Context: an optimization exercise on an open-source flow, tuned for small area, a short achievable clock period and few clock cycles per item. The choices shown serve that exercise and are no tape-out recipe. In this exercise RTL edits were held to simulation tests only and were not proved equivalent to the original. Power and IR drop assume default switching activity.

**flow/design.v**
```verilog
module beam_pulse (
    input  wire         clk,
    input  wire         rst,
    input  wire [12:0]  cfg_pitch,         
    input  wire [1:0]   cfg_just_mode,
    input  wire [1:0]   cfg_acc_init,
    input  wire [179:0] cfg_exp,           
    input  wire [191:0] cfg_wlaw,          
    input  wire         in_valid,
    output wire         in_ready,
    input  wire [14:0]  in_x,
    input  wire [3:0]   in_level,
    input  wire [3:0]   in_level_left,     
    input  wire [3:0]   in_level_right,    
    input  wire         in_frame_start,    
    input  wire [11:0]  in_fofs,           
    input  wire [11:0]  in_fgain,          
    output reg  [11:0]  node_addr_a,
    output wire [11:0]  node_addr_b,
    input  wire [31:0]  node_data_a,
    input  wire [31:0]  node_data_b,
    output wire         out_valid,
    input  wire         out_ready,
    output reg  [12:0]  out_off,           
    output reg  [11:0]  out_gt,
    output reg  [4:0]   out_w,             
    output reg  [4:0]   out_j,             
    output reg  [20:0]  out_a,             
    output reg  [20:0]  out_e,             
    output reg  [1:0]   out_acc            
);
    wire [12:0] pitch_lim = (cfg_pitch < 13'd16)   ? 13'd16 :
                            (cfg_pitch > 13'd4096) ? 13'd4096 : cfg_pitch;
    reg  [12:0] p;
    always @(posedge clk) p <= pitch_lim;
    wire [12:0] h    = {1'b0, p[12:1]};              
    wire [12:0] pm1  = p - 13'd1;
    wire [12:0] cneg = {1'b0, pm1[12:1]};            
    wire [16:0] mp1 = {4'd0, p};
    wire [16:0] mp2 = {3'd0, p, 1'b0};
    wire [16:0] mp4 = {2'd0, p, 2'b0};
    wire [16:0] mp8 = {1'd0, p, 3'b0};
    wire [16:0] mp3 = mp1 + mp2;
    wire [16:0] mp5 = mp1 + mp4;
    wire [16:0] mp6 = {mp3[15:0], 1'b0};
    wire [16:0] mp7 = mp8 - mp1;
    reg  ov;
    reg  s4v;
    wire hold = ov & ~out_ready;
    wire adv  = ~s4v;
    function [1:0] cmp17;
        input [16:0] a, b;
        reg   [31:0] g, e;
        integer n, m;
        begin
            g = 32'd0;
            e = {32{1'b1}};
            for (n = 0; n < 17; n = n + 1) begin
                g[n] = a[n] & ~b[n];
                e[n] = ~(a[n] ^ b[n]);
            end
            for (m = 1; m < 32; m = m * 2)
                for (n = 0; n < 32; n = n + 2 * m) begin
                    g[n] = g[n + m] | (e[n + m] & g[n]);
                    e[n] = e[n + m] & e[n];
                end
            cmp17 = {g[0], e[0]};
        end
    endfunction
    function ge17;
        input [16:0] a, b;
        reg   [31:0] g, e;
        integer n, m;
        begin
            g = 32'd0;
            e = {32{1'b1}};
            for (n = 0; n < 17; n = n + 1) begin
                g[n] = a[n] & ~b[n];
                e[n] = ~(a[n] ^ b[n]);
            end
            for (m = 1; m < 32; m = m * 2)
                for (n = 0; n < 32; n = n + 2 * m) begin
                    g[n] = g[n + m] | (e[n + m] & g[n]);
                    e[n] = e[n + m] & e[n];
                end
            ge17 = g[0] | e[0];
        end
    endfunction
    reg  [15:0] x_p;
    reg  [11:0] fr_p;                    
    reg  [11:0] k_p;                     
    reg         pv;
    reg  [3:0]  cnt;
    reg         apred;                   
    wire [12:0] fr16   = {1'b0, fr_p} + 13'd16;
    wire        wrap   = fr16 >= p;
    wire [12:0] fr_adv = wrap ? fr16 - p : fr16;
    wire        k_last = &k_p;
    wire [11:0] k_adv  = (k_last | ~wrap) ? k_p : k_p + 12'd1;
    assign node_addr_b = node_addr_a + 12'd1;
    wire [13:0] dv_t  = {fr_p, k_p[11:10]};
    wire [14:0] dv_1  = {1'b0, dv_t} - {2'd0, p};
    wire [14:0] dv_2  = {1'b0, dv_t} - {1'b0, p, 1'b0};
    wire [14:0] dv_3  = {1'b0, dv_t} - mp3[14:0];
    wire [1:0]  dv_q  = ~dv_3[14] ? 2'd3 : ~dv_2[14] ? 2'd2 : ~dv_1[14] ? 2'd1 : 2'd0;
    wire [11:0] dv_r  = ~dv_3[14] ? dv_3[11:0] : ~dv_2[14] ? dv_2[11:0]
                      : ~dv_1[14] ? dv_1[11:0] : dv_t[11:0];
    localparam [2:0] R1_EMPTY = 3'd0, R1_WAIT = 3'd1, R1_DIV = 3'd2, R1_CONS = 3'd3,
                     R1_FETCH = 3'd4, R1_READY = 3'd5;
    reg  [2:0]  r1_st;
    reg  [11:0] r1_fr;
    reg  [11:0] r1_k;
    reg         r1_last;
    reg  [3:0]  r1_lv;
    reg  [1:0]  r1_jsel;                 
    reg         r1_fs;
    reg  [11:0] r1_fofs, r1_fgain;
    reg         r2v, r2ok;
    reg  [12:0] r2_aof;                  
    reg  [11:0] r2_ag;                   
    reg  [7:0]  r2_dho, r2_dhg;          
    reg  [3:0]  r2_mo, r2_mg;            
    reg         r2_sgo, r2_sgg;          
    reg  [11:0] r2_fr;
    reg  [1:0]  r2_jt;                   
    reg         r2_wz;                   
    reg  [3:0]  r2_lv;
    reg         r2_fs;
    reg  [11:0] r2_fgain;
    reg         r3v, r4v, r5v;
    wire drained = ~r2v & ~r3v & ~r4v & ~r5v;
    localparam [2:0] E_IDLE = 3'd0, E_MUL = 3'd1, E_ADDC = 3'd2, E_DIV = 3'd3, E_WR = 3'd4;
    reg  [2:0]  e_st;
    reg         e_g;                     
    wire        eng_req = r2v & ~r2ok;
    wire        r2_take = ~r2v | (r2ok & adv);
    wire        r1_ready = r1_st == R1_READY;
    wire        r1_adv   = r1_ready & r2_take;
    assign in_ready = (r1_st == R1_EMPTY) | r1_adv;
    wire        take = in_valid & in_ready;
    wire        hit  = pv & ~eng_req & ({1'b0, in_x} == x_p) & (pitch_lim == p);
    wire signed [11:0] n_oa = node_data_a[31:20];
    wire signed [11:0] n_ob = node_data_b[31:20];
    wire [11:0] n_ga  = node_data_a[19:8];
    wire [11:0] n_gb  = node_data_b[19:8];
    wire        n_cen = node_data_a[2];
    wire        n_stp = node_data_a[1];
    wire        n_msk = node_data_a[0];
    wire signed [12:0] d_o = {n_ob[11], n_ob} - {n_oa[11], n_oa};
    wire signed [12:0] d_g = {1'b0, n_gb} - {1'b0, n_ga};
    wire [4:0]  d5_o = d_o[4:0];
    wire [4:0]  d5_g = d_g[4:0];
    wire [3:0]  m4_o = d5_o[4] ? 4'd0 - d5_o[3:0] : d5_o[3:0];
    wire [3:0]  m4_g = d5_g[4] ? 4'd0 - d5_g[3:0] : d5_g[3:0];
    wire        useint = ~r1_last & ~n_stp;
    wire        dsmall  = ((d_o[12:3] == 10'd0) | (d_o == 13'd8) | (d_o[12:3] == 10'h3FF))
                        & ((d_g[12:3] == 10'd0) | (d_g == 13'd8) | (d_g[12:3] == 10'h3FF));
    wire [12:0] aof_n  = {n_oa[11], n_oa} + {r1_fofs[11], r1_fofs};
    reg  [1:0]  jt_n;
    always @(*) begin
        if (n_cen || cfg_just_mode == 2'd1) jt_n = 2'd2;
        else if (cfg_just_mode == 2'd2)     jt_n = 2'd0;
        else if (cfg_just_mode == 2'd3)     jt_n = 2'd1;
        else if (r1_jsel[1])                jt_n = 2'd0;
        else if (r1_jsel[0])                jt_n = 2'd1;
        else                                jt_n = 2'd2;
    end
    wire [3:0]  e_ml   = e_g ? r2_mg : r2_mo;
    wire        e_s4   = e_g ? r2_sgg : r2_sgo;
    wire [3:0]  e_dl   = e_s4 ? 4'd0 - e_ml : e_ml;
    wire [12:0] e_d    = {e_g ? r2_dhg : r2_dho, e_s4, e_dl};
    wire        e_sg   = e_d[12];
    wire [12:0] e_dm   = e_sg ? 13'd0 - e_d : e_d;
    wire [23:0] e_acc  = {fr_p, k_p};                
    wire        e_bit  = e_dm[cnt];
    wire        e_mst  = e_st == E_MUL;
    wire [23:0] e_sum  = (e_mst ? {e_acc[22:0], 1'b0} : e_acc)
                       + {11'd0, e_mst ? {1'b0, e_bit ? r2_fr : 12'd0} : (e_sg ? cneg : h)};
    wire [12:0] e_base = e_g ? {1'b0, r2_ag} : r2_aof;
    wire [12:0] e_res  = e_sg ? e_base - {1'b0, k_p} : e_base + {1'b0, k_p};
    always @(posedge clk) begin
        if (rst) begin
            r1_st  <= R1_EMPTY;
            pv     <= 1'b0;
            apred  <= 1'b0;
            e_st   <= E_IDLE;
            r2v    <= 1'b0;
        end else begin
            case (r1_st)
                R1_EMPTY, R1_READY: begin
                    if (r1_st == R1_READY && !r1_adv) begin
                        node_addr_a <= r1_k;
                        apred       <= 1'b0;
                        if (apred) r1_st <= R1_FETCH;
                    end else if (take) begin
                        r1_lv    <= in_level;
                        r1_jsel  <= {in_level_left > in_level_right, in_level_right > in_level_left};
                        r1_fs    <= in_frame_start;
                        r1_fofs  <= in_fofs;
                        r1_fgain <= in_fgain;
                        if (hit) begin
                            r1_fr   <= fr_p;
                            r1_k    <= k_p;
                            r1_last <= k_last;
                            x_p     <= x_p + 16'd1;
                            fr_p    <= fr_adv[11:0];
                            k_p     <= k_adv;
                            if (apred) begin
                                node_addr_a <= k_adv;
                                r1_st       <= R1_READY;
                            end else begin
                                node_addr_a <= k_p;
                                r1_st       <= R1_FETCH;
                            end
                            apred <= apred;
                        end else begin
                            x_p     <= {1'b0, in_x};
                            fr_p    <= {5'd0, in_x[14:8]};
                            k_p     <= {in_x[7:0], 4'd0};
                            cnt     <= 4'd0;
                            pv      <= 1'b0;
                            apred   <= 1'b0;
                            r1_st   <= (drained & ~r1_adv) ? R1_DIV : R1_WAIT;
                        end
                    end else begin
                        node_addr_a <= k_p;
                        apred       <= 1'b1;
                        r1_st       <= R1_EMPTY;
                    end
                end
                R1_WAIT: begin
                    if (drained) begin
                        fr_p  <= {5'd0, x_p[14:8]};
                        k_p   <= {x_p[7:0], 4'd0};
                        cnt   <= 4'd0;
                        r1_st <= R1_DIV;
                    end
                end
                R1_DIV: begin
                    if (cnt == 4'd0 && {6'd0, x_p[14:8]} >= p) begin
                        k_p         <= 12'hFFF;
                        node_addr_a <= 12'hFFF;
                        r1_st       <= R1_CONS;
                    end else begin
                        fr_p <= dv_r;
                        k_p  <= {k_p[9:0], dv_q};
                        cnt  <= cnt + 4'd1;
                        if (cnt == 4'd5) begin
                            node_addr_a <= {k_p[9:0], dv_q};
                            r1_st       <= R1_CONS;
                        end
                    end
                end
                R1_CONS: begin
                    r1_fr       <= fr_p;
                    r1_k        <= k_p;
                    r1_last     <= k_last;
                    x_p         <= x_p + 16'd1;
                    fr_p        <= fr_adv[11:0];
                    k_p         <= k_adv;
                    pv          <= 1'b1;
                    node_addr_a <= k_adv;
                    apred       <= 1'b1;
                    r1_st       <= R1_READY;
                end
                R1_FETCH: begin
                    node_addr_a <= k_p;
                    apred       <= 1'b1;
                    r1_st       <= R1_READY;
                end
                default: r1_st <= R1_EMPTY;
            endcase
            if (r2_take)
                r2v <= r1_adv;
            case (e_st)
                E_IDLE: begin
                    if (eng_req) begin
                        fr_p <= 12'd0;
                        k_p  <= 12'd0;
                        cnt  <= 4'd12;
                        e_g  <= 1'b0;
                        pv   <= 1'b0;
                        e_st <= E_MUL;
                    end
                end
                E_MUL: begin
                    {fr_p, k_p} <= e_sum;
                    cnt <= cnt - 4'd1;
                    if (cnt == 4'd0) e_st <= E_ADDC;
                end
                E_ADDC: begin
                    {fr_p, k_p} <= e_sum;
                    cnt  <= 4'd0;
                    e_st <= E_DIV;
                end
                E_DIV: begin
                    fr_p <= dv_r;
                    k_p  <= {k_p[9:0], dv_q};
                    cnt  <= cnt + 4'd1;
                    if (cnt == 4'd5) e_st <= E_WR;
                end
                E_WR: begin
                    fr_p <= 12'd0;
                    k_p  <= 12'd0;
                    cnt  <= 4'd12;
                    e_g  <= 1'b1;
                    e_st <= e_g ? E_IDLE : E_MUL;
                end
                default: e_st <= E_IDLE;
            endcase
            if (pitch_lim != p)
                pv <= 1'b0;
        end
    end
    always @(posedge clk) begin
        if (r2_take) begin
            r2_aof   <= aof_n;
            r2_ag    <= n_ga;
            r2_dho   <= d_o[12:5];
            r2_dhg   <= d_g[12:5];
            r2_mo    <= useint ? m4_o : 4'd0;
            r2_mg    <= useint ? m4_g : 4'd0;
            r2_sgo   <= d5_o[4];
            r2_sgg   <= d5_g[4];
            r2ok     <= ~useint | dsmall;
            r2_fr    <= r1_fr;
            r2_jt    <= jt_n;
            r2_wz    <= (r1_lv == 4'd0) | n_msk;
            r2_lv    <= r1_lv;
            r2_fs    <= r1_fs;
            r2_fgain <= r1_fgain;
        end else if (e_st == E_WR) begin
            if (e_g) begin
                r2_ag  <= e_res[11:0];
                r2_mg  <= 4'd0;
                r2ok   <= 1'b1;
            end else begin
                r2_aof <= e_res;
                r2_mo  <= 4'd0;
            end
        end
    end
    wire [15:0] n_o = r2_mo * r2_fr + {3'd0, h};      
    wire [15:0] n_g = r2_mg * r2_fr + {3'd0, h};
    wire        dl_o = r2_sgo & ~p[0];
    wire        dl_g = r2_sgg & ~p[0];
    function [8:0] therm;
        input [15:0] n;
        input        dl;
        input [15:0] a1, a2, a3, a4, a5, a6, a7, a8;
        reg   [1:0]  c;
        begin
            therm[0] = 1'b1;
            c = cmp17({1'b0, n}, {1'b0, a1}); therm[1] = c[1] | (c[0] & ~dl);
            c = cmp17({1'b0, n}, {1'b0, a2}); therm[2] = c[1] | (c[0] & ~dl);
            c = cmp17({1'b0, n}, {1'b0, a3}); therm[3] = c[1] | (c[0] & ~dl);
            c = cmp17({1'b0, n}, {1'b0, a4}); therm[4] = c[1] | (c[0] & ~dl);
            c = cmp17({1'b0, n}, {1'b0, a5}); therm[5] = c[1] | (c[0] & ~dl);
            c = cmp17({1'b0, n}, {1'b0, a6}); therm[6] = c[1] | (c[0] & ~dl);
            c = cmp17({1'b0, n}, {1'b0, a7}); therm[7] = c[1] | (c[0] & ~dl);
            c = cmp17({1'b0, n}, {1'b0, a8}); therm[8] = c[1] | (c[0] & ~dl);
        end
    endfunction
    function [3:0] tbin;
        input [8:0] t;
        begin
            tbin[3] = t[8];
            tbin[2] = t[4] & ~t[8];
            tbin[1] = (t[2] & ~t[4]) | (t[6] & ~t[8]);
            tbin[0] = (t[1] & ~t[2]) | (t[3] & ~t[4]) | (t[5] & ~t[6]) | (t[7] & ~t[8]);
        end
    endfunction
    wire [8:0]  t_o = therm(n_o, dl_o, mp1[15:0], mp2[15:0], mp3[15:0], mp4[15:0], mp5[15:0], mp6[15:0], mp7[15:0], mp8[15:0]);
    wire [8:0]  t_g = therm(n_g, dl_g, mp1[15:0], mp2[15:0], mp3[15:0], mp4[15:0], mp5[15:0], mp6[15:0], mp7[15:0], mp8[15:0]);
    wire [3:0]  q_o = tbin(t_o);
    wire [3:0]  q_g = tbin(t_g);
    function cyb;
        input [8:0] t;
        input [3:0] lo;
        input       sub;
        reg   [4:0] k;
        begin
            k = sub ? {1'b0, lo} + 5'd1 : 5'd16 - {1'b0, lo};
            cyb = (k <= 5'd8) ? t[k[3:0]] : 1'b0;
        end
    endfunction
    wire [3:0]  lo_o  = r2_sgo ? r2_aof[3:0] - q_o : r2_aof[3:0] + q_o;
    wire        cy_o  = cyb(t_o, r2_aof[3:0], r2_sgo);
    wire [8:0]  hi_o  = r2_aof[12:4];
    wire [8:0]  hi_op = hi_o + 9'd1;
    wire [8:0]  hi_om = hi_o - 9'd1;
    wire [12:0] off_n = {cy_o ? (r2_sgo ? hi_om : hi_op) : hi_o, lo_o};
    wire [3:0]  lo_g  = r2_sgg ? r2_ag[3:0] - q_g : r2_ag[3:0] + q_g;
    wire        cy_g  = cyb(t_g, r2_ag[3:0], r2_sgg);
    wire [7:0]  hi_g  = r2_ag[11:4];
    wire [7:0]  hi_gp = hi_g + 8'd1;
    wire [7:0]  hi_gm = hi_g - 8'd1;
    wire [11:0] gain_n = {cy_g ? (r2_sgg ? hi_gm : hi_gp) : hi_g, lo_g};
    reg  [12:0] r3_off;
    reg  [11:0] r3_gain;
    reg  [1:0]  r3_jt;
    reg         r3_wz;
    reg  [3:0]  r3_lv;
    reg         r3_fs;
    reg  [11:0] r3_fgain;
    always @(posedge clk) begin
        if (rst)
            r3v <= 1'b0;
        else if (adv)
            r3v <= r2v & r2ok;
        if (adv) begin
            r3_off   <= off_n;
            r3_gain  <= gain_n;
            r3_jt    <= r2_jt;
            r3_wz    <= r2_wz;
            r3_lv    <= r2_lv;
            r3_fs    <= r2_fs;
            r3_fgain <= r2_fgain;
        end
    end
    reg  [1:0]  acc;
    wire [24:0] gprod = r3_gain * r3_fgain + 25'd1024;
    wire [11:0] gt_n  = {12{gprod[24] | gprod[23]}} | gprod[22:11];
    wire [1:0]  acc_in = r3_fs ? cfg_acc_init : acc;
    wire [2:0]  t_sum  = {1'b0, acc_in} + {1'b0, r3_off[1:0]};
    wire [191:0] exp_tab = {cfg_exp, 12'd0};
    wire [11:0] exp_l = exp_tab[12*r3_lv +: 12];
    reg  [12:0] r4_off;
    reg  [11:0] r4_gt;
    reg  [1:0]  r4_acc;
    reg         r4_cy;
    reg  [1:0]  r4_jt;
    reg         r4_wz;
    reg  [11:0] r4_exp;
    always @(posedge clk) begin
        if (rst) begin
            r4v <= 1'b0;
            acc <= 2'd0;
        end else if (adv) begin
            r4v <= r3v;
            if (r3v) acc <= t_sum[1:0];
        end
        if (adv) begin
            r4_off <= r3_off;
            r4_gt  <= gt_n;
            r4_acc <= t_sum[1:0];
            r4_cy  <= t_sum[2];
            r4_jt  <= r3_jt;
            r4_wz  <= r3_wz;
            r4_exp <= exp_l;
        end
    end
    wire [24:0] eprod = r4_exp * r4_gt + 25'd1024;
    wire [11:0] e_val = {12{eprod[24] | eprod[23]}} | eprod[22:11];
    reg  [12:0] r5_off;
    reg  [11:0] r5_gt;
    reg  [1:0]  r5_acc;
    reg         r5_cy;
    reg  [1:0]  r5_jt;
    reg         r5_wz;
    reg  [11:0] r5_e;
    reg  [12:0] s4_off;
    reg  [11:0] s4_gt;
    reg  [1:0]  s4_acc;
    reg         s4_cy;
    reg  [1:0]  s4_jt;
    reg         s4_wz;
    reg  [11:0] s4_e;
    wire r5_free = ~r5v | ~hold;
    always @(posedge clk) begin
        if (rst) begin
            r5v <= 1'b0;
            s4v <= 1'b0;
        end else if (r5_free) begin
            r5v <= s4v | r4v;
            s4v <= 1'b0;
        end else if (adv && r4v) begin
            s4v <= 1'b1;
        end
        if (r5_free) begin
            r5_off <= s4v ? s4_off : r4_off;
            r5_gt  <= s4v ? s4_gt  : r4_gt;
            r5_acc <= s4v ? s4_acc : r4_acc;
            r5_cy  <= s4v ? s4_cy  : r4_cy;
            r5_jt  <= s4v ? s4_jt  : r4_jt;
            r5_wz  <= s4v ? s4_wz  : r4_wz;
            r5_e   <= s4v ? s4_e   : e_val;
        end
        if (adv) begin
            s4_off <= r4_off;
            s4_gt  <= r4_gt;
            s4_acc <= r4_acc;
            s4_cy  <= r4_cy;
            s4_jt  <= r4_jt;
            s4_wz  <= r4_wz;
            s4_e   <= e_val;
        end
    end
    integer i;
    reg [15:0] wge;
    always @(*)
        for (i = 0; i < 16; i = i + 1)
            wge[i] = ge17({5'd0, r5_e}, {5'd0, cfg_wlaw[12*i +: 12]});
    wire [3:0] wc1 = wge[0] + wge[1] + wge[2] + wge[3] + wge[4] + wge[5] + wge[6] + wge[7];
    wire [3:0] wc2 = wge[8] + wge[9] + wge[10] + wge[11] + wge[12] + wge[13] + wge[14] + wge[15];
    reg  [14:0] x_g;
    wire signed [11:0] sh = $signed(r5_off[12:2]) + $signed({11'd0, r5_cy});
    wire [20:0] s_n  = {2'b0, x_g, 4'd0} + {{9{sh[11]}}, sh};      
    always @(posedge clk) begin
        if (r1_st == R1_CONS)
            x_g <= x_p[14:0];
        else if (r5v && !hold)
            x_g <= x_g + 15'd1;
    end
    reg  [1:0]  out_jt;
    reg  [3:0]  out_c1, out_c2;
    reg  [20:0] out_s;
    always @(posedge clk) begin
        if (rst)
            ov <= 1'b0;
        else if (!hold)
            ov <= r5v;
        if (!hold) begin
            out_off <= r5_off;
            out_gt  <= r5_gt;
            out_c1  <= r5_wz ? 4'd0 : wc1;
            out_c2  <= r5_wz ? 4'd0 : wc2;
            out_jt  <= r5_jt;
            out_s   <= s_n;
            out_acc <= r5_acc;
        end
    end
    always @(*)
        out_w = {1'b0, out_c1} + {1'b0, out_c2};
    wire [4:0]  j_right = 5'd16 - out_w;
    always @(*)
        out_j = out_jt == 2'd0 ? 5'd0 : out_jt == 2'd1 ? j_right : {1'b0, j_right[4:1]};
    wire [5:0]  w16  = 6'd16 + {1'b0, out_w};
    wire [4:0]  jw   = out_jt == 2'd0 ? out_w : out_jt == 2'd1 ? 5'd16 : w16[5:1];
    wire [5:0]  sa   = {1'b0, out_s[4:0]} + {1'b0, out_j};
    wire [5:0]  se   = {1'b0, out_s[4:0]} + {1'b0, jw};
    wire [15:0] s_h  = out_s[20:5];
    wire [15:0] s_h1 = s_h + 16'd1;
    always @(*) begin
        out_a = {sa[5] ? s_h1 : s_h, sa[4:0]};
        out_e = {se[5] ? s_h1 : s_h, se[4:0]};
    end
    assign out_valid = ov;
endmodule
```
**flow/flow/run.sh**
```bash
#!/bin/bash
set -euo pipefail
bash standard.sh SETUP_SLACK_MARGIN=9 "BUFFER_PORTS_ARGS=-buffer_cell sky130_fd_sc_hd__buf_1" finish \
    > run_standard.log 2>&1
```
**flow/standard.sh**
```bash
#!/bin/bash
# synth_recipe.tcl (not shown) runs the flow's synth.tcl, then flattens the netlist and writes it again
# the make line also repeats each setting of config.mk as NAME=value (left out here)
make -C /OpenROAD-flow-scripts/flow DESIGN_CONFIG=/design/flow/config.mk WORK_HOME=/design/flow/orfs CLKGATE_MAP_FILE= SYNTH_SCRIPT=/design/flow/synth_recipe.tcl "${@:-finish}"
```
**flow/config.mk**
```make
export PLATFORM = sky130hd
export DESIGN_NAME = beam_pulse
export DESIGN_NICKNAME = beam_pulse
export VERILOG_FILES = /design/flow/design.v
export SDC_FILE = /design/flow/constraint.sdc
export NUM_CORES = 4
export LEC_CHECK = 0
export CAP_MARGIN = 20
export CORE_MARGIN = 2
export CORE_UTILIZATION = 40
export PLACE_DENSITY = 0.6
export SLEW_MARGIN = 20
```
**flow/constraint.sdc**
```tcl
create_clock -name core_clock -period 16.0 [get_ports {clk}]
set_input_delay 3.2000 -clock core_clock [delete_from_list [all_inputs] [get_ports {clk}]]
set_output_delay 3.2000 -clock core_clock [all_outputs]
set_load 0.01 [all_outputs]
```
==> results of run 1 <==
[worst max-delay path by stage]
| stage | cells past startpoint | slack [ns] | end |
|---|---|---|---|
| 2_1_floorplan | 21 | 8.78 | out_c2[1]$_SDFFCE_PP0N_ |
| 3_3_place_gp | 29 | 8.03 | r3_off[3]$_DFFE_PN_ |
| 3_5_place_dp | 28 | 7.91 | r3_off[3]$_DFFE_PN_ |
| 4_1_cts | 32 | 8.83 | r3_gain[3]$_DFFE_PN_ |
| 5_1_grt | 35 | 8.49 | r3_gain[3]$_DFFE_PN_ |
| 6_report | 32 | 8.82 | r3_gain[3]$_DFFE_PN_ |
[power by group through the flow]
stage                     clock network [mW]  logic (mW)  registers (mW)
after floorplan                            0        8.58            2.48
after global placement                     0        10.7            2.83
after CTS                               1.38        11.2            2.82
after global routing                    1.42        13.0            2.85
after detailed placement                   0        10.9            2.84
final                                   1.34        11.2            2.81
[worst max-delay path: cells and delay by family, from the launching register on]
family	cells	cell delay, ns
DFF	1	0.51
muxes	1	0.37
AOI/OAI and AO/OA	10	1.53
xor gates and xnor gates	2	0.22
adders and majority gates	7	2.63
buffers and inverters	6	0.56
and+or+nand+nor	6	1.10
[final cells by class]
class                   instances  area, µm²
fillers                     13100      72700
inverters                     740       2810
clock inverters                41        437
flip-flops and latches        473      13500
multi-input cells            4493      38900
diodes                          1       2.50
well taps                    1781       2230
repair buffers                792       3770
clock buffers                  66       1490
[routing by layer]
metal  GRT usage [%]  share of wire [%]  wire (µm)  up-vias
li1                -                  -          -    22100
met1            30.3                 41      72700    22500
met2            42.4                 49      86000     1451
met3            2.72                5.3       9330      298
met4            10.1                4.5       7930        2
met5               0             0.0074         13        -
[synth_stat cells (18+ instances only)]
master,number
xnor2_1,261
nand3_1,98
and3_1,55
a211oi_1,32
dfxtp_1,72
a31oi_1,47
ha_1,836
edfxtp_1,401
nor2_1,278
o211ai_1,32
mux2i_1,33
nand2_1,521
fa_1,291
mux2_2,59
o21a_1,119
a221oi_1,19
mux4_2,51
a21o_1,135
nor2b_1,81
a22o_1,28
inv_1,735
nor4_1,18
o21bai_1,29
nor3_1,91
o21ai_0,314
nand4_1,44
a21oi_1,299
or3_1,29
and2_1,178
xor2_1,103
clkbuf_1,171
nand2b_1,78
[cells by family after synthesis]
family,after synthesis,share of synthesized area (%)
muxes,148,4.04
DFF,473,24.6
xor gates and xnor gates,365,5.84
adders and majority gates,1127,29.7
and+or+nand+nor,1544,13.8
AOI/OAI and AO/OA,1307,15.6
buffers and inverters,935,6.43
[what timing repair did]
| action | in CTS | in global routing |
|---|---|---|
| resized for setup | 150 | 83 |
| cloned | 1 | 1 |
| buffers inserted | 70 | 32 |
| setup endpoints to repair | 70 | 80 |
| pin swaps | 79 | 71 |
==> flow_metrics.py, run 1 <==
metrics = {
    "min_path": {
        "hold_path_depth": 0,
        "hold_path_end": "r2_fr[2]$_DFFE_PN_",
        "hold_class": "reg2reg",
        "hp-start": "r1_fr[2]$_DFFE_PP_",
    },
    "setup_path": {
        "slowest_stage": "or4_4",
        "r2r-start": "r2_mg[3]$_SDFFCE_PN0P_",
        "cp_max_fo": 8,
        "crit_start": "r2_mg[3]$_SDFFCE_PN0P_",
        "required_ns": 16.42,
        "r2r-end": "r3_gain[3]$_DFFE_PN_",
        "crit_path_end_kind": "register",
        "ff2ff_path_depth": 32,
        "startpoint_type": "register",
        "r2r_slack_ns": 8.82,
        "slowest_delay_ns": 0.55,
        "crit_type": "reg2reg",
        "worstPathArrival_ns": 7.61,
    },
    "clocking": {
        "cts_tree": "yes",
        "clock_sinks": 473,
        "clock-root-buffer": "clkbuf_16",
        "clk_pin_slew_ns": 0.06,
        "htree_levels": 2,
        "numCtsBuffers": 57,
        "hold_buffers": 0,
        "clk_latency_ns": 0.68,
        "clockBufferDepth": 3,
    },
    "routing": {
        "wl_per_cell_um": 21.0,
        "drt_iter0_markers": 2837,
        "dr.pass1.iters": 5,
        "ant_nets": 0,
        "via_per_inst": 5.53,
        "vias": 46400,
        "drt_wl_total_mm": 176,
        "drc": 0,
    },
    "logic_synthesis": {
        "ys_seq_area_share_pct": 24.6,
        "yosysTopAreaCell": "edfxtp_1",
        "synth_cells": 5899,
        "syn_area_um2": 54900,
        "synth.distinct_cells": 94,
        "yosys_warnings": 1,
        "synthArstFlopShare_pct": 0,
        "synth-main-ff-cell": "edfxtp_1",
        "synth_top_area_share_pct": 22.0,
        "synth_nets": 7535,
        "avgSynthCellArea_um2": 9.30,
        "ys_ff_latch": 473,
        "yosys-top-cells-area": "edfxtp_1 (22%), ha_1 (19%), fa_1 (11%), inv_1 (5.0%), xnor2_1 (4.2%)",
        "synth-edff-count": 401,
    },
    "layout": {
        "instances_no_fill": 8387,
        "final_nets": 8193,
        "regMostFlops": "out_s",
        "drive_gt1_share_pct": 9.81,
        "fin_util_pct": 46.5,
        "final_cell_mix": "ha_1 (814), inv_1 (712), buf_1 (579), nand2_1 (515), edfxtp_1 (401)",
        "largestRegisters": "out_s (21), x_p (16), x_g (15)",
        "syn2layout_area_growth_pct": 15.1,
        "largest_reg_flops": 21,
        "final_area_um2": 63100,
        "layout_commonest_cell": "ha_1",
    },
    "placement": {
        "post-place-ws_ns": 7.91,
        "dpl.cell_count": 8175,
        "port_buffers": 600,
        "dp.final_hpwl_mm": 138,
        "routabilityCongestion": 0.927,
        "post_dp_cell_area_um2": 59400,
    },
    "sta": {
        "fmax_ghz": 0.139,
        "period_needed_ns": 7.18,
        "relSlewSlack_pct": 31.6,
        "setup_violations": 0,
        "fin_crit_sh_pct": 44.9,
        "holdWs_ns": 0.412,
        "setup_ws_ns": 8.82,
        "worstMarginPinSlew_ns": 1.03,
        "tns_ns": 0,
        "skew_ns": 0.0527,
        "grt_setup_unrepaired": "true",
        "drv_slew": 0,
        "hold_viol_final": 0,
    },
    "floorplan": {
        "core_area_um2": 136000,
        "fp-row-count": 135,
        "initial_core_util_pct": 40.4,
        "fp.dieArea_um2": 140000,
        "io_pins": 614,
        "die_w_um": 374,
        "die_h_um": 374,
    },
    "power_and_ir_drop": {
        "seqPwrFrac_pct": 18.2,
        "clkPwrFrac_pct": 8.7,
        "power_frac_comb_pct": 73.0,
        "power_density_nw_per_um2": 244,
        "p_leak_nw": 28.7,
        "power_mw": 15.4,
        "switching_share_pct": 47.1,
        "power_switching_mw": 7.24,
        "ir_worst_vdd_mv": 0.508,
        "p_int_mw": 8.14,
    },
    "global_routing": {
        "grtUsageTotal_pct": 24.3,
        "grt_antenna_before_repair": 5,
        "grt_pass1_vias": 45700,
        "grt_max_degree": 67,
        "overflow": 0,
        "grt_pass1_wl_mm": 265,
    },
    "flow_run": {
        "drv_cap": 0,
    },
    "outcome": {
        "outcome": "finished clean",
    },
}
Testbench counts, summed over its fixed seeds: cycles 1,704, items 1,600.
==> inputs of run 2 (changes only) <==
--- a/flow/design.v
+++ b/flow/design.v
@@ -385,5 +385,20 @@
         end
     endfunction
-    wire [3:0]  lo_o  = r2_sgo ? r2_aof[3:0] - q_o : r2_aof[3:0] + q_o;
+    function [3:0] losel;
+        input [8:0] t;
+        input [3:0] lo;
+        input       sub;
+        integer k;
+        reg   [3:0] v;
+        begin
+            losel = 4'd0;
+            for (k = 0; k < 9; k = k + 1) begin
+                v = sub ? lo - k[3:0] : lo + k[3:0];
+                if (t[k] & ((k == 8) ? 1'b1 : ~t[(k + 1) % 9]))
+                    losel = losel | v;
+            end
+        end
+    endfunction
+    wire [3:0]  lo_o  = losel(t_o, r2_aof[3:0], r2_sgo);
     wire        cy_o  = cyb(t_o, r2_aof[3:0], r2_sgo);
     wire [8:0]  hi_o  = r2_aof[12:4];
@@ -391,5 +406,5 @@
     wire [8:0]  hi_om = hi_o - 9'd1;
     wire [12:0] off_n = {cy_o ? (r2_sgo ? hi_om : hi_op) : hi_o, lo_o};
-    wire [3:0]  lo_g  = r2_sgg ? r2_ag[3:0] - q_g : r2_ag[3:0] + q_g;
+    wire [3:0]  lo_g  = losel(t_g, r2_ag[3:0], r2_sgg);
     wire        cy_g  = cyb(t_g, r2_ag[3:0], r2_sgg);
     wire [7:0]  hi_g  = r2_ag[11:4];
==> run 2 against run 1 <==
Clock-buffer cell count up 4. Combinational power shrank 6%. Clock power down 8%. Global-route usage shrank 0.086 points. Fmax increased by 0.14%. Power is 7.1% lower. Synthesized area up 0.85%. Critical path depth shrank 12. Clock skew is 0.014 ns lower. Critical path type is now reg2out. Largest cell class unchanged.
==> flow_metrics.py, run 2 <==
metrics = {
    "outcome": {
        "outcome": "finished clean",
    },
    "routing": {
        "dr.pass1.iters": 6,
        "via_per_inst": 5.53,
        "ant_nets": 0,
        "route.met3.wl_mm": 10.1,
        "drt_iter0_markers": 3269,
        "wl_per_cell_um": 20.9,
        "wl_met1_mm": 74.4,
        "dr_wl_met2_mm": 83.3,
        "vias": 46600,
        "drc": 0,
        "top_layer": "met5",
        "drt_wl_total_mm": 176,
    },
    "min_path": {
        "hold_path_depth": 0,
        "hold_path_end": "r2_fr[11]$_DFFE_PN_",
        "hold_class": "reg2reg",
        "hp-start": "r1_fr[11]$_DFFE_PP_",
    },
    "setup_path": {
        "slowest_stage": "fa_2",
        "r2r-end": "r3_off[11]$_DFFE_PN_",
        "cp_num_buf_inv": 15,
        "cp_max_fo": 2,
        "slowest_delay_ns": 0.55,
        "required_ns": 12.80,
        "crit_type": "reg2out",
        "crit_top_cell": "buf_6",
        "cp_top_family": "buffers and inverters",
        "path_cells": "ha_4 > fa_2 > inv_2 > ha_4 > xnor2_4 > a22oi_2 > inv_1 > buf_4 > buf_4 > buf_4 > buf_6 > buf_6 > buf_6 > buf_6 > buf_6 > buf_6 > buf_4 > buf_4 > buf_6 > buf_6",
        "worstPathArrival_ns": 3.97,
        "crit_path_end_kind": "output port",
        "r2r-start": "r2_fr[1]$_DFFE_PN_",
        "startpoint_type": "register",
        "ff2ff_path_depth": 22,
        "r2r_slack_ns": 9.21,
    },
    "flow_run": {
        "drv_cap": 0,
    },
    "sta": {
        "grt_setup_unrepaired": "true",
        "worstMarginPinSlew_ns": 1.19,
        "skew_ns": 0.0388,
        "fmax_ghz": 0.139,
        "drv_slew": 0,
        "hold_viol_final": 0,
        "holdWs_ns": 0.394,
        "relSlewSlack_pct": 20.1,
        "setup_ws_ns": 8.83,
        "fin_crit_sh_pct": 44.8,
        "setup_violations": 0,
        "tns_ns": 0,
        "period_needed_ns": 7.17,
    },
    "logic_synthesis": {
        "ys_seq_area_share_pct": 24.4,
        "synth-edff-count": 401,
        "yosys_warnings": 1,
        "yosys-top-cells-area": "edfxtp_1 (22%), ha_1 (19%), fa_1 (11%), inv_1 (4.7%), xnor2_1 (4.1%)",
        "ys_ff_latch": 473,
        "synth.distinct_cells": 103,
        "yosys-top-cells-count": "ha_1 (840), inv_1 (693), nand2_1 (595)",
        "synth_nets": 7603,
        "synth_cells": 5957,
        "avgSynthCellArea_um2": 9.29,
        "syn_area_um2": 55300,
        "synth_top_area_share_pct": 21.8,
        "synth-main-ff-cell": "edfxtp_1",
        "synthArstFlopShare_pct": 0,
        "yosys.cell_count.top_type": "ha_1",
        "yosysTopAreaCell": "edfxtp_1",
    },
    "placement": {
        "dp.final_hpwl_mm": 139,
        "port_buffers": 600,
        "routabilityCongestion": 0.948,
        "post-place-ws_ns": 8.19,
        "post_dp_cell_area_um2": 60000,
    },
    "global_routing": {
        "grtUsageTotal_pct": 24.2,
        "grt_pass1_vias": 45500,
        "grt_max_degree": 73,
        "grt_antenna_before_repair": 1,
        "grt_pass1_wl_mm": 266,
        "overflow": 0,
    },
    "floorplan": {
        "die_w_um": 376,
        "fp-row-count": 136,
        "io_pins": 614,
        "die_h_um": 376,
        "fp.dieArea_um2": 141000,
        "initial_core_util_pct": 40.3,
        "core_area_um2": 137000,
    },
    "layout": {
        "syn2layout_area_growth_pct": 13.8,
        "largestRegisters": "out_s (21), x_p (16), x_g (15)",
        "layout_commonest_cell": "ha_1",
        "diodes": 0,
        "drive_gt1_share_pct": 8.48,
        "final_cell_mix": "ha_1 (827), inv_1 (678), nand2_1 (587), buf_1 (570), edfxtp_1 (401)",
        "regMostFlops": "out_s",
        "fin_util_pct": 45.9,
        "largest_reg_flops": 21,
        "final_area_um2": 63000,
        "final_nets": 8225,
    },
    "clocking": {
        "clk_pin_slew_ns": 0.06,
        "hold_buffers": 0,
        "clk_latency_ns": 0.66,
        "clockBufferDepth": 3,
        "htree_levels": 2,
        "clock-root-buffer": "clkbuf_16",
        "cts_tree": "yes",
        "numCtsBuffers": 53,
        "clock_sinks": 473,
    },
    "power_and_ir_drop": {
        "p_leak_nw": 28.4,
        "power_density_nw_per_um2": 227,
        "ir_worst_vdd_mv": 0.502,
    },
}
[run 2: cell count changes in the layout (fill, tap and decap cells not counted), sizes merged, moves of 25 or more]
cell	previous run	this run
inv	742	702
a21oi	301	344
xor2	103	128
o21a	119	66
nand2	521	595
buf	790	760
[run 2: layout make-up]
type	instances	area (µm²)
multi-input combinational	4590	39200
tap	1794	2240
clock inverter	30	319
timing repair buffer	763	3670
clock buffer	70	1440
inverter	698	2640
sequential	473	13500
fill	13200	74300
[run 2: worst max-delay path by stage]
| stage | to | cells past startpoint | startpoint |
|---|---|---|---|
| CTS | out_a[7] | 15 | out_c2[0]$_SDFFCE_PP0N_ |
| global route | out_a[20] | 15 | out_c2[0]$_SDFFCE_PP0N_ |
| detailed placement | out_c1[2]$_SDFFCE_PP0N_ | 22 | cfg_wlaw[0] |
| floorplan | out_c1[1]$_SDFFCE_PP0N_ | 20 | cfg_wlaw[0] |
| finish | out_j[1] | 20 | out_c2[0]$_SDFFCE_PP0N_ |
| global placement | out_c1[1]$_SDFFCE_PP0N_ | 21 | cfg_wlaw[0] |
[run 2: cells by family after synthesis]
kind of cell	share of synthesized area, %
and+or+nand+nor	14.3
AOI/OAI and AO/OA	15.1
xor gates and xnor gates	6.23
adders and majority gates	29.7
buffers and inverters	6.12
muxes	4.12
DFF	24.4
[run 2: per-stage QoR]
step | cells | total power, mW
after floorplan | 5957 | 9.98
after global placement | 8255 | 12.5
after detailed placement | 8255 | 12.7
after CTS | 8393 | 14.3
after global routing | 8418 | 15.9
final | 8418 | 14.3
[run 2: timing repair]
action	CTS	global route
resized for setup	79	80
gates cloned	1	1
buffers inserted	37	24
endpoints found under the setup margin	60	60
pin swaps	20	35
[run 2: power breakdown]
part           switching [mW]  total, mW  internal [mW]
clock network           0.529       1.23          0.705
registers               0.419       2.55           2.14
logic                    5.87       10.5           4.63
total                    6.82       14.3           7.48
[run 2: routing by layer]
metal / vias to the layer above / global-route usage, %
met3: 311 / 2.72
met5: - / 0
met1: 22400 / 31.3
met2: 1566 / 41.2
li1: 22300 / -
met4: 2 / 9.74
Testbench counts of run 2, summed over its fixed seeds: cycles 1,704, items 1,600.
==> inputs of run 3 (changes only) <==
--- a/flow/config.mk
+++ b/flow/config.mk
@@ -9,4 +9,6 @@
 export CORE_MARGIN = 2
 export CORE_UTILIZATION = 40
+export CTS_CLUSTER_DIAMETER = 120
+export CTS_CLUSTER_SIZE = 20
 export PLACE_DENSITY = 0.6
 export SLEW_MARGIN = 20
==> run 3 against run 2 <==
Cell area fell by 1.6%. Fmax rose by 0.10%. Wire length fell by 0.13%. Largest power group unchanged.
==> flow_metrics.py, run 3 <==
metrics = {
    "outcome": {
        "outcome": "finished clean",
    },
    "layout": {
        "drive_gt1_share_pct": 7.57,
        "largest_reg_flops": 21,
        "regMostFlops": "out_s",
        "instances_no_fill": 8363,
        "multiInputGateArea_um2": 39200,
        "syn2layout_area_growth_pct": 12.0,
        "nFillCells": 13400,
        "register_area_um2": 13500,
        "final_nets": 8193,
        "layout_commonest_cell": "ha_1",
        "largestRegisters": "out_s (21), x_p (16), x_g (15)",
        "fin_util_pct": 45.1,
        "final_cell_mix": "ha_1 (828), inv_1 (678), nand2_1 (587), buf_1 (576), edfxtp_1 (401)",
        "diodes": 0,
    },
    "power_and_ir_drop": {
        "ir_worst_vdd_mv": 0.507,
        "p_leak_nw": 27.9,
        "power_mw": 13.8,
        "power_density_nw_per_um2": 223,
    },
    "setup_path": {
        "slowest_stage": "fa_2",
        "path_cells": "ha_4 > fa_2 > inv_2 > ha_4 > xnor2_4 > a22oi_2 > inv_1 > buf_4 > buf_4 > buf_4 > buf_6 > buf_6 > buf_6 > buf_6 > buf_6 > buf_6 > buf_4 > buf_4 > buf_6 > buf_6",
        "ff2ff_path_depth": 22,
        "r2r-end": "r3_off[11]$_DFFE_PN_",
        "crit_path_end_kind": "output port",
        "r2r_slack_ns": 9.21,
        "cp_top_family": "buffers and inverters",
        "slowest_delay_ns": 0.55,
        "cp_max_fo": 2,
        "crit_top_cell": "buf_6",
        "required_ns": 12.80,
        "cp_num_buf_inv": 15,
        "worstPathArrival_ns": 3.97,
        "r2r-start": "r2_mo[2]$_SDFFCE_PN0P_",
        "startpoint_type": "register",
        "crit_type": "reg2out",
    },
    "routing": {
        "dr_wl_met2_mm": 83.4,
        "drt_wl_total_mm": 176,
        "ant_nets": 0,
        "vias": 46200,
        "top_layer": "met5",
        "wl_per_cell_um": 21.0,
        "dr.pass1.iters": 5,
        "drt_iter0_markers": 3307,
        "via_per_inst": 5.53,
        "drc": 0,
        "wl_met1_mm": 74.0,
        "route.met3.wl_mm": 10.5,
    },
    "logic_synthesis": {
        "ys_ff_latch": 473,
        "avgSynthCellArea_um2": 9.29,
        "yosys-top-cells-count": "ha_1 (840), inv_1 (693), nand2_1 (595)",
        "synth_nets": 7603,
        "synth-main-ff-cell": "edfxtp_1",
        "yosys_warnings": 1,
        "yosysTopAreaCell": "edfxtp_1",
        "synthArstFlopShare_pct": 0,
        "ys_seq_area_share_pct": 24.4,
        "yosys.cell_count.top_type": "ha_1",
        "syn_area_um2": 55300,
        "synth.distinct_cells": 103,
        "yosys-top-cells-area": "edfxtp_1 (22%), ha_1 (19%), fa_1 (11%), inv_1 (4.7%), xnor2_1 (4.1%)",
        "synth-edff-count": 401,
        "synth_cells": 5957,
        "synth_top_area_share_pct": 21.8,
    },
    "global_routing": {
        "grt_pass1_wl_mm": 265,
        "grtUsageTotal_pct": 24.1,
        "grt_max_degree": 73,
        "grt_pass1_vias": 45200,
        "grt_antenna_before_repair": 1,
        "overflow": 0,
    },
    "sta": {
        "holdWs_ns": 0.414,
        "setup_violations": 0,
        "worstMarginPinSlew_ns": 1.19,
        "relSlewSlack_pct": 20.3,
        "tns_ns": 0,
        "period_needed_ns": 7.17,
        "grt_setup_unrepaired": "true",
        "hold_viol_final": 0,
        "drv_slew": 0,
        "fmax_ghz": 0.140,
        "skew_ns": 0.0388,
        "fin_crit_sh_pct": 44.8,
    },
    "clocking": {
        "cts_tree": "yes",
        "clock-root-buffer": "clkbuf_16",
        "hold_buffers": 0,
        "clk_latency_ns": 0.66,
        "clock_sinks": 473,
        "numCtsBuffers": 28,
        "clockBufferDepth": 3,
        "htree_levels": 1,
        "clk_pin_slew_ns": 0.10,
    },
    "floorplan": {
        "core_area_um2": 137000,
        "fp-row-count": 136,
        "initial_core_util_pct": 40.3,
        "fp.dieArea_um2": 141000,
        "die_h_um": 376,
        "die_w_um": 376,
        "io_pins": 614,
    },
    "min_path": {
        "hold_class": "reg2reg",
        "hold_path_end": "r2_fr[9]$_DFFE_PN_",
        "hp-start": "r1_fr[9]$_DFFE_PP_",
        "hold_path_depth": 0,
    },
    "flow_run": {
        "drv_cap": 0,
    },
    "placement": {
        "port_buffers": 600,
        "dpl.cell_count": 8255,
        "routabilityCongestion": 0.948,
        "dp.final_hpwl_mm": 139,
    },
}
==> run 3: changes by cell type in the layout (fill, tap and decap cells not counted), sizes merged <==
cell | previous run | this run
buf | 760 | 753
bufinv | 4 | 0
clkbuf | 73 | 51
clkinv | 15 | 5
clkinvlp | 7 | 0
inv | 702 | 697
==> run 3: cells by family (layout without fill, tap and decap cells) <==
group                    Yosys count  count (layout)  synth area share, %
AND/OR/NAND/NOR                 1624            1624                 14.3
flip-flops                       473             473                 24.4
XOR/XNOR                         392             392                 6.23
buffers and inverters            896            1506                 6.12
multiplexers                     158             158                 4.12
adder cells (fa/ha/maj)         1137            1137                 29.7
AO/OA/AOI/OAI                   1277            1279                 15.1
==> run 3: per-stage QoR <==
stage	worst slack [ns]	area (µm²)
floorplan	8.98	55500
global placement	8.16	60000
detailed placement	8.19	60000
CTS	8.78	61500
global route	8.76	62000
finish	8.83	62000
==> run 3: worst max path at each step <==
| stage | cells past startpoint | slack [ns] | endpoint | start |
|---|---|---|---|---|
| global placement | 21 | 8.16 | out_c1[1]$_SDFFCE_PP0N_ | cfg_wlaw[0] |
| floorplan | 20 | 8.98 | out_c1[1]$_SDFFCE_PP0N_ | cfg_wlaw[0] |
| CTS | 15 | 8.78 | out_a[7] | out_c2[0]$_SDFFCE_PP0N_ |
| detailed placement | 22 | 8.19 | out_c1[2]$_SDFFCE_PP0N_ | cfg_wlaw[0] |
| global route | 15 | 8.76 | out_a[20] | out_c2[0]$_SDFFCE_PP0N_ |
| finish | 20 | 8.83 | out_j[1] | out_c2[0]$_SDFFCE_PP0N_ |
==> run 3: what timing repair did <==
action / 4_1_cts / 5_1_grt
resized for setup: 77 / 70
cloned: 1 / 1
pin swaps: 19 / 35
buffers inserted: 34 / 20
endpoints found under the setup margin: 60 / 59
hold endpoints to repair: 0 / 0
==> run 3: layout make-up <==
class                   count  area share (%)
multi-input cells        4590            63.2
flip-flops and latches    473            21.8
repair buffers            756            5.79
inverters                 698            4.26
well taps                1794            3.62
clock buffers              48            1.29
clock inverters             4          0.0969
==> run 3: where the power goes <==
part | switching (mW) | internal, mW | total [mW]
clock network | 0.440 | 0.345 | 0.786
registers | 0.418 | 2.13 | 2.55
logic | 5.87 | 4.61 | 10.5
total | 6.72 | 7.09 | 13.8
==> run 3: metal layers <==
layer / vias to the layer above / track usage (%)
met3: 290 / 2.28
met2: 1569 / 41.4
met1: 22200 / 31.4
li1: 22200 / -
met5: - / 0
met4: 2 / 9.09
==> inputs of run 4 (changes only) <==
==> flow/flow/run.sh (replaced) <==
#!/bin/bash
set -euo pipefail
bash standard.sh SETUP_SLACK_MARGIN=9.5 "BUFFER_PORTS_ARGS=-buffer_cell sky130_fd_sc_hd__buf_1" finish \
    > run_standard.log 2>&1
--- a/flow/config.mk
+++ b/flow/config.mk
@@ -9,6 +9,4 @@
 export CORE_MARGIN = 2
 export CORE_UTILIZATION = 40
-export CTS_CLUSTER_DIAMETER = 120
-export CTS_CLUSTER_SIZE = 20
 export PLACE_DENSITY = 0.6
 export SLEW_MARGIN = 20
==> run 4 against run 3 <==
Clock-buffer cell count is 18 higher. Worst setup slack worse by 0.049 ns. Clock power is 68% higher. Cell area is 5.0% higher. Clock skew is 0.0026 ns lower. Largest cell class unchanged. Synthesized cell count stayed put. Hold slack worse by 0.012 ns. Sequential share of layout area is 1.0 points lower.
==> flow_metrics.py, run 4 <==
metrics = {
    "outcome": {
        "outcome": "finished clean",
    },
    "logic_synthesis": {
        "synthArstFlopShare_pct": 0,
        "synth-edff-count": 401,
        "yosysTopAreaCell": "edfxtp_1",
        "yosys_warnings": 1,
        "synth.distinct_cells": 103,
        "synth-main-ff-cell": "edfxtp_1",
        "ys_ff_latch": 473,
        "synth_cells": 5957,
        "yosys.cell_count.top_type": "ha_1",
        "synth_top_area_share_pct": 21.8,
        "syn_area_um2": 55300,
        "yosys-top-cells-area": "edfxtp_1 (22%), ha_1 (19%), fa_1 (11%), inv_1 (4.7%), xnor2_1 (4.1%)",
        "yosys-top-cells-count": "ha_1 (840), inv_1 (693), nand2_1 (595)",
        "avgSynthCellArea_um2": 9.29,
        "synth_nets": 7603,
        "ys_seq_area_share_pct": 24.4,
    },
    "placement": {
        "port_buffers": 600,
        "routabilityCongestion": 0.910,
        "dp.final_hpwl_mm": 138,
        "dpl.cell_count": 8252,
    },
    "layout": {
        "drive_gt1_share_pct": 12.2,
        "regMostFlops": "out_s",
        "nFillCells": 12900,
        "largest_reg_flops": 21,
        "largestRegisters": "out_s (21), x_p (16), x_g (15)",
        "layout_commonest_cell": "ha_1",
        "final_nets": 8329,
        "final_cell_mix": "ha_1 (803), inv_1 (672), nand2_1 (572), buf_1 (561), edfxtp_1 (401)",
        "syn2layout_area_growth_pct": 17.6,
        "instances_no_fill": 8526,
    },
    "sta": {
        "hold_viol_final": 0,
        "grt_setup_unrepaired": "true",
        "skew_ns": 0.0362,
        "relSlewSlack_pct": 23.3,
        "worstMarginPinSlew_ns": 1.15,
        "fmax_ghz": 0.139,
        "period_needed_ns": 7.22,
        "fin_crit_sh_pct": 45.1,
        "drv_slew": 0,
        "setup_violations": 0,
        "tns_ns": 0,
    },
    "setup_path": {
        "cp_max_fo": 5,
        "ff2ff_path_depth": 24,
        "slowest_delay_ns": 0.58,
        "crit_top_cell": "xnor2_2",
        "crit_path_end_kind": "output port",
        "required_ns": 12.80,
        "startpoint_type": "register",
        "r2r_slack_ns": 9.53,
        "slowest_stage": "fa_2",
        "path_cells": "ha_2 > fa_2 > inv_2 > ha_4 > xnor2_2 > a22oi_2 > inv_1 > ha_1 > a21o_1 > a21oi_2 > o21bai_4 > buf_4 > a21o_4 > nand2_4 > xnor2_2 > buf_2",
        "worstPathArrival_ns": 4.02,
        "crit_type": "reg2out",
    },
    "clocking": {
        "numCtsBuffers": 55,
        "clock_sinks": 473,
        "cts_tree": "yes",
        "clk_pin_slew_ns": 0.06,
        "htree_levels": 2,
        "clock-root-buffer": "clkbuf_16",
        "hold_buffers": 0,
        "clk_latency_ns": 0.66,
        "clockBufferDepth": 3,
    },
    "global_routing": {
        "grt_antenna_before_repair": 4,
        "grt_max_degree": 77,
        "grt_pass1_vias": 46100,
        "overflow": 0,
        "grtUsageTotal_pct": 24.6,
        "grt_pass1_wl_mm": 270,
    },
    "min_path": {
        "hold_class": "reg2reg",
        "hold_path_depth": 0,
    },
    "floorplan": {
        "fp-row-count": 136,
        "initial_core_util_pct": 40.3,
        "io_pins": 614,
        "fp.dieArea_um2": 141000,
        "die_w_um": 376,
        "core_area_um2": 137000,
        "die_h_um": 376,
    },
    "power_and_ir_drop": {
        "seqPwrFrac_pct": 17.5,
        "power_switching_mw": 6.83,
        "p_int_mw": 7.70,
        "p_leak_nw": 29.3,
        "ir_worst_vdd_mv": 0.643,
        "power_density_nw_per_um2": 223,
        "clkPwrFrac_pct": 9.1,
        "power_frac_comb_pct": 73.4,
        "switching_share_pct": 47.0,
    },
    "flow_run": {
        "drv_cap": 0,
    },
    "routing": {
        "vias": 47400,
        "via_per_inst": 5.56,
        "drc": 0,
        "dr.pass1.iters": 6,
        "wl_per_cell_um": 21.2,
        "ant_nets": 0,
        "drt_wl_total_mm": 181,
        "drt_iter0_markers": 3596,
    },
}
==> run 4: changes by cell type in the layout (fill, tap and decap cells not counted), moves of 13 or more <==
cell / change
buf_2: +13
xnor2_1: -14
buf_4: +88
xnor2_2: +14
buf_1: -15
ha_4: +19
ha_1: -25
nand2_1: -15
clkbuf_16: +27
o21ai_0: -13
==> run 4: worst max-delay path, delay by kind of cell (launching register included) <==
family,cells,cell delay (ns)
AOI/OAI and AO/OA,5,0.94
xor gates and xnor gates,2,0.25
adders and majority gates,4,1.23
buffers and inverters,4,0.50
DFF,1,0.37
and+or+nand+nor,1,0.08
==> run 4: power by group through the flow <==
stage          clock network, mW  registers, mW  logic, mW
5_1_grt                     1.39           2.58       12.1
3_5_place_dp                   0           2.57       10.0
6_report                    1.32           2.55       10.7
2_1_floorplan                  0           2.37       7.64
4_1_cts                     1.35           2.56       10.5
3_3_place_gp                   0           2.56       9.85
==> run 4: final cells by class <==
| class | instances | area, µm² | area share, % |
|---|---|---|---|
| antenna | 2 | 5.00 | 0.00769 |
| clock buffer | 66 | 1470 | 2.26 |
| clock inverter | 38 | 415 | 0.638 |
| inverter | 698 | 2640 | 4.05 |
| multi-input combinational | 4591 | 40200 | 61.7 |
| sequential | 473 | 13500 | 20.7 |
| tap | 1794 | 2240 | 3.45 |
| timing repair buffer | 864 | 4640 | 7.14 |
==> run 4: worst paths after layout <==
check,start,end
hold reg to reg,r3_off[4]$_DFFE_PN_,r4_off[4]$_DFFE_PN_
hold / removal,r3_off[4]$_DFFE_PN_,r4_off[4]$_DFFE_PN_
setup reg to reg,r2_mo[1]$_SDFFCE_PN0P_,r3_off[3]$_DFFE_PN_
setup / recovery,out_c1[0]$_SDFFCE_PP0N_,out_a[11]
==> run 4: logic make-up (layout without fill, tap and decap cells) <==
| logic type | count (synthesis) | after routing | share of synthesized area [%] |
|---|---|---|---|
| buffers and inverters | 896 | 1666 | 6.12 |
| AND/OR/NAND/NOR | 1624 | 1624 | 14.3 |
| XOR/XNOR | 392 | 392 | 6.23 |
| AO/OA/AOI/OAI | 1277 | 1280 | 15.1 |
| other | 0 | 2 | 0 |
| adder cells (fa/ha/maj) | 1137 | 1137 | 29.7 |
| multiplexers | 158 | 158 | 4.12 |
| flip-flops | 473 | 473 | 24.4 |
==> run 4: timing repair <==
action	4_1_cts	5_1_grt
cloned	6	1
pin swaps	77	101
setup buffers	76	85
endpoints found under the setup margin	78	123
gates resized for setup	220	165
==> run 4: through the flow <==
step	power [mW]	utilization [%]	worst slack [ns]	area, µm²	hold WS [ns]
after floorplan	10.0	-	8.99	55500	0.400
after global placement	12.4	43.7	8.15	60000	0.402
after detailed placement	12.6	43.7	8.11	60000	0.405
after CTS	14.4	46.3	8.77	63600	0.389
after global routing	16.1	47.4	8.68	65100	0.420
final	14.5	47.4	8.78	65100	0.402
==> run 4: per-layer routing <==
| layer | up-vias | track usage (%) | routed length, µm | part of all wire [%] |
|---|---|---|---|---|
| li1 | 22500 | - | - | - |
| met1 | 22900 | 31.4 | 74800 | 41 |
| met2 | 1658 | 42.0 | 85900 | 47 |
| met3 | 366 | 3.13 | 11500 | 6.3 |
| met4 | 4 | 10.2 | 8810 | 4.9 |
| met5 | - | 0 | 19 | 0.010 |

[afterwards: timing with drivers on the ports]
The flow's constraints put no driver on any port. The routed layouts listed below were extracted and timed again, unchanged, in two steps.
Step 1 (the two cells are an assumption about what drives the block):
set clk [get_ports {clk}]
set_driving_cell -lib_cell sky130_fd_sc_hd__clkbuf_16 $clk
set_driving_cell -lib_cell sky130_fd_sc_hd__buf_2 [delete_from_list [all_inputs] $clk]
Step 2 also shifts input and output timing later by t, the mid clock arrival at the registers, as if the neighbouring blocks saw the same clock.
a / b / c = no drivers / after step 1 / after step 2; a / b = the first two.
| run | shift t [ns] | slack for setup (ns) | clock arrival spread, ns | cell pins on the clock port's net |
|---|---|---|---|---|
| run 1 | 0.734 | 8.816 / 8.816 / 8.380 | 0.053 / 0.054 | 1 |
| run 2 | 0.712 | 8.826 / 8.751 / 8.375 | 0.039 / 0.039 | 1 |
| run 3 | 0.726 | 8.833 / 8.752 / 8.362 | 0.040 / 0.041 | 1 |
| run 4 | 0.714 | 8.785 / 8.713 / 8.374 | 0.039 / 0.039 | 1 |
After both steps setup and hold are still met in every run listed. For run 3, which loses most, drivers alone change the setup slack by -0.081 ns; drivers and shift together by -0.471 ns.
